Source: an optimization exercise on an open RTL-to-GDS flow (aim: small area). Production flows keep margins and buffers that such runs may drop. Where RTL was checked, it was by simulation tests only, not by an equivalence proof against the original. Power figures rest on the tool's default switching activity, not on a simulated workload.

==> run F <==
Design dresser_channel, start of the top module:
module dresser_channel (
    input  wire        clk,
    input  wire        rst,           
    input  wire        enable,
    input  wire [12:0] ratio,
    input  wire        invert,
    input  wire        bit_valid,
    input  wire        bit_in,
    input  wire        gain_we,
    input  wire        offset_we,
    input  wire [31:0] coef_wdata,
    input  wire        apply,
    input  wire [2:0]  flags_clr,
    output reg         result_valid,
    output wire [31:0] result_y,
    output wire [31:0] result_x,
    output reg  [2:0]  flags
);
Settings: LEC_CHECK=0, CAP_MARGIN=20, CORE_MARGIN=2, CORE_UTILIZATION=40, CTS_BUF_LIST=sky130_fd_sc_hd__clkbuf_4, SLEW_MARGIN=20; clock period 40.0 ns.
run.sh (not shown) runs the stock make flow with config.mk's settings and CLKGATE_MAP_FILE= SYNTH_SCRIPT=/design/flow/synth_recipe.tcl, a recipe that flattens the netlist after the stock synthesis.
==> inputs of run Z, as changes to run F <==
--- a/flow/design.v
+++ b/flow/design.v
@@ -42,28 +42,27 @@
     input  wire        bit_valid,   
     input  wire        bit_in,
     output wire        win_end,     
     output wire [31:0] win_x,       
     output wire        sat_now      
 );
-    localparam W = 37;
+    localparam W = 38;
     reg [W-1:0] i1, i2, i3;
     reg [W-1:0] z1, z2, z3;
     reg [12:0]  n;
     reg [1:0]   skip;               
     wire d = bit_in ^ invert;
     wire [W-1:0] i1n, i2n, i3n, c1, c2, c3;
     dc_rca #(W) u_i1 (.a(i1),  .b({{(W-1){~d}}, 1'b1}), .ci(1'b0), .s(i1n), .co());
     dc_rca #(W) u_i2 (.a(i2),  .b(i1n), .ci(1'b0), .s(i2n), .co());
     dc_rca #(W) u_i3 (.a(i3),  .b(i2n), .ci(1'b0), .s(i3n), .co());
     dc_rca #(W) u_c1 (.a(i3n), .b(~z1), .ci(1'b1), .s(c1),  .co());
     dc_rca #(W) u_c2 (.a(c1),  .b(~z2), .ci(1'b1), .s(c2),  .co());
     dc_rca #(W) u_c3 (.a(c2),  .b(~z3), .ci(1'b1), .s(c3),  .co());
-    wire top   = c3[W-1] & (c3[W-2:0] == {(W-1){1'b0}}) & d;    
-    wire over  = (~c3[W-1] & (|c3[W-2:31])) | top;
-    wire under =  c3[W-1] & ~(&c3[W-2:31]) & ~top;
+    wire over  = ~c3[W-1] & (|c3[W-2:31]);
+    wire under =  c3[W-1] & ~(&c3[W-2:31]);
     assign win_x = over  ? 32'h7FFF_FFFF :
                    under ? 32'h8000_0000 : c3[31:0];
     wire [12:0] n1;
     dc_inc #(13) u_n (.a(n), .ci(1'b1), .s(n1), .co());
     wire last = (n1 == ratio);
     wire step = enable & bit_valid;
@@ -127,14 +126,20 @@
     wire [31:0] ax;
     dc_inc #(32) u_abs (.a(T ^ {32{sx}}), .ci(sx), .s(ax), .co());
     wire        zx = (T == 32'd0);
     wire        l4 = (ax[31:16] == 16'd0);
     wire [31:0] v1 = l4 ? {ax[15:0], 16'd0} : ax;
     wire        l3 = (v1[31:24] == 8'd0);
-    wire [31:0] xn = l3 ? {v1[23:0], 8'd0} : v1;
-    wire [4:0]  lzx = {l4, l3, 3'b000};
+    wire [31:0] v2 = l3 ? {v1[23:0], 8'd0} : v1;
+    wire        l2 = (v2[31:28] == 4'd0);
+    wire [31:0] v3 = l2 ? {v2[27:0], 4'd0} : v2;
+    wire        l1 = (v3[31:30] == 2'd0);
+    wire [31:0] v4 = l1 ? {v3[29:0], 2'd0} : v3;
+    wire        l0 = ~v4[31];
+    wire [31:0] xn = l0 ? {v4[30:0], 1'b0} : v4;
+    wire [4:0]  lzx = {l4, l3, l2, l1, l0};
     wire [7:0] egu   = {EG[7:1], EG[0] | (EG == 8'd0)};
     wire [7:0] eou   = {EO[7:1], EO[0] | (EO == 8'd0)};
     wire       pzero = zx | (K == 3'd0);
     wire       ozero = (OM == 24'd0);
     wire       sp    = zx ? SG : (sx ^ SG);
     wire       neg   = SO ^ sp;
@@ -185,13 +190,13 @@
     dc_rca #(4) u_ke (.a({1'b0, K}), .b(e), .ci(1'b0), .s(ke), .co());
     wire [3:0] J = pzero ? 4'd0 : ((n_inj > ke) ? n_inj : ke);
     wire [8:0] eo_r;
     dc_rca #(9) u_eo (.a({1'b0, eou}), .b({7'd0, r}), .ci(1'b0), .s(eo_r), .co());
     wire [8:0] E  = (pzero | otop) ? eo_r : B[8:0];
     wire [8:0] Ec;                                        
-    dc_rca #(9) u_ec (.a(E), .b(~{2'd0, nls, 4'b0000}), .ci(1'b1), .s(Ec), .co());
+    dc_rca #(9) u_ec (.a(E), .b(~{3'd0, nls, 3'b000}), .ci(1'b1), .s(Ec), .co());
     wire       act     = (cnt != 4'd0) && (cnt != 4'd14);
     wire       iter    = act && (it != J);
     wire [3:0] nrem;
     dc_rca #(4) u_nr (.a(J), .b(~it), .ci(1'b1), .s(nrem), .co());
     wire       is_pre  = nrem > ke;
     wire       is_mult = !is_pre && (nrem > e);
@@ -206,32 +211,32 @@
     wire [37:0] r3  = m[3] ? {3'd0, xn, 3'b0} : 38'd0;
     wire [37:0] s1, s2, s3, sum;
     dc_rca #(38) u_s1 (.a({{4{A[33]}}, A}), .b(r0), .ci(inj_now & neg), .s(s1), .co());
     dc_rca #(38) u_s2 (.a(s1), .b(r1), .ci(1'b0), .s(s2), .co());
     dc_rca #(38) u_s3 (.a(s2), .b(r2), .ci(1'b0), .s(s3), .co());
     dc_rca #(38) u_s4 (.a(s3), .b(r3), .ci(1'b0), .s(sum), .co());
-    wire lsh_ok = injd && ((A[33:17] == 17'd0) || (A[33:17] == 17'h1FFFF)) &&
-                  (Ec[8:4] != 5'd0);
+    wire lsh_ok = injd && ((A[33:25] == 9'd0) || (A[33:25] == 9'h1FF)) &&
+                  (Ec[8:3] != 6'd0);
     wire [57:0] R  = {A, L};
     wire        s  = R[57];
-    wire [15:0] V16 = R[56:41] ^ {16{s}};
-    reg [3:0] lz16;
+    wire [8:0]  V9 = R[56:48] ^ {9{s}};
+    reg [3:0] lz9;
     integer i;
     always @(*) begin
-        lz16 = 4'd15;
-        for (i = 42; i <= 56; i = i + 1)
-            if (V16[i-41])
-                lz16 = 56 - i;
+        lz9 = 4'd8;
+        for (i = 48; i <= 56; i = i + 1)
+            if (V9[i-48])
+                lz9 = 56 - i;
     end
-    wire [3:0]  lze  = ((Ec[8:4] == 5'd0) && (Ec[3:0] < lz16)) ? Ec[3:0] : lz16;
-    wire [39:0] Rt   = R[56:17];
-    wire [39:0] Rs   = Rt << lze;
-    wire [23:0] kept = Rs[39:16] ^ {24{s}};
-    wire        gV   = Rs[15] ^ s;
-    wire [14:0] mask = 15'h7FFF >> lze;
-    wire        Z    = (R[16:0] == 17'd0) && ((R[31:17] & mask) == 15'd0) && !stk;
+    wire [3:0]  lze  = ((Ec[8:3] == 6'd0) && (Ec[2:0] < lz9)) ? {1'b0, Ec[2:0]} : lz9;
+    wire [32:0] Rt   = R[56:24];
+    wire [32:0] Rs   = Rt << lze;
+    wire [23:0] kept = Rs[32:9] ^ {24{s}};
+    wire        gV   = Rs[8] ^ s;
+    wire [7:0]  mask = 8'hFF >> lze;
+    wire        Z    = (R[23:0] == 24'd0) && ((R[31:24] & mask) == 8'd0) && !stk;
     wire        ru   = s ? (gV | (Z & kept[0])) : (gV & (~Z | kept[0]));
     wire        inexact = (gV ^ s) | ~Z;
     wire [24:0] inc;
     dc_inc #(24) u_inc (.a(kept), .ci(ru), .s(inc[23:0]), .co(inc[24]));
     wire [8:0]  ex;
     dc_rca #(9)  u_ex (.a(Ec), .b(~{5'd0, lze}), .ci(1'b1), .s(ex), .co());
@@ -300,14 +305,14 @@
                 end
             end else if (inj_now) begin
                 A <= sum[33:0];
                 if (pzero)
                     L <= 24'd0;
             end else if (!iter && lsh_ok) begin
-                A   <= {A[17:0], L[23:8]};
-                L   <= {L[7:0], 16'd0};
+                A   <= {A[25:0], L[23:16]};
+                L   <= {L[15:0], 8'd0};
                 nls <= nls1;
             end
         end
     end
 endmodule
 module dresser_channel (
CTS_BUF_LIST = default   (was sky130_fd_sc_hd__clkbuf_4)
==> run summary <==
----------------------------------------------------
[Floorplan]
  Vert. Die Dim ... 312.0 µm

[Outcome]
  Status ... complete, no violations

[Power]
  Relative contribution of the clock network to total power ... 0.224

[Cells and area]
  Final Core Density ... 0.4493
  Total number of sequential cells ... 523

[Detailed routing]
  Wire length on met3 ... about 5300 µm

[Yosys]
  Synth area leaders ... sky130_fd_sc_hd__dfxtp_1, sky130_fd_sc_hd__fa_1, sky130_fd_sc_hd__mux2i_1, sky130_fd_sc_hd__edfxtp_1, sky130_fd_sc_hd__ha_1

[Timing]
  Final critical path time including I/O delays and setup ... approximately 38,000 ps

[Global routing]
  Met1 usage in global routing ... 0.2906

----------------------------------------------------
-- figures above: run Z

==> run summary <==
----------------------------------------------------
[Power]
  Relative contribution of the clock network to total power ... 0.197

[Cells and area]
  Final Core Density ... 0.4467
  Buffers, non-clock ... 164
  Total number of sequential cells ... 517

[Detailed routing]
  Wire length on met3 ... roughly 7000 µm

[Yosys]
  Synth area leaders ... sky130_fd_sc_hd__dfxtp_1, sky130_fd_sc_hd__fa_1, sky130_fd_sc_hd__mux2i_1, sky130_fd_sc_hd__edfxtp_1, sky130_fd_sc_hd__ha_1

[Outcome]
  Status ... complete, no violations

[Floorplan]
  Vert. Die Dim ... between 300 and 400 µm

----------------------------------------------------
-- figures above: run F

Function not checked in run F: the RTL went through the layout flow alone.

-- what the ideal ports hide --
Ports are ideal in the flow. The routed layouts listed here were re-timed in OpenROAD. Step 1 (the two cells are an assumption about what drives the block):
set clk [get_ports {clk}]
set_driving_cell -lib_cell sky130_fd_sc_hd__clkbuf_16 $clk
set_driving_cell -lib_cell sky130_fd_sc_hd__buf_2 [delete_from_list [all_inputs] $clk]
Step 2 times the ports against the registers' clock, not the clock port: input delays grow and output delays shrink by t, the midpoint of the rising clock arrivals with the driver on. Slacks: ideal ports / drivers / drivers and shift; pairs: ideal ports / drivers.
| run | t (ns) | slack for setup (ns) | worst setup path at the end |
|---|---|---|---|
| run F | 1.008 | 3.313 / 3.313 / 3.313 | register to register |
| run Z | 0.698 | 1.855 / 1.855 / 1.855 | register to register |
After both steps setup and hold are still met in every run listed.
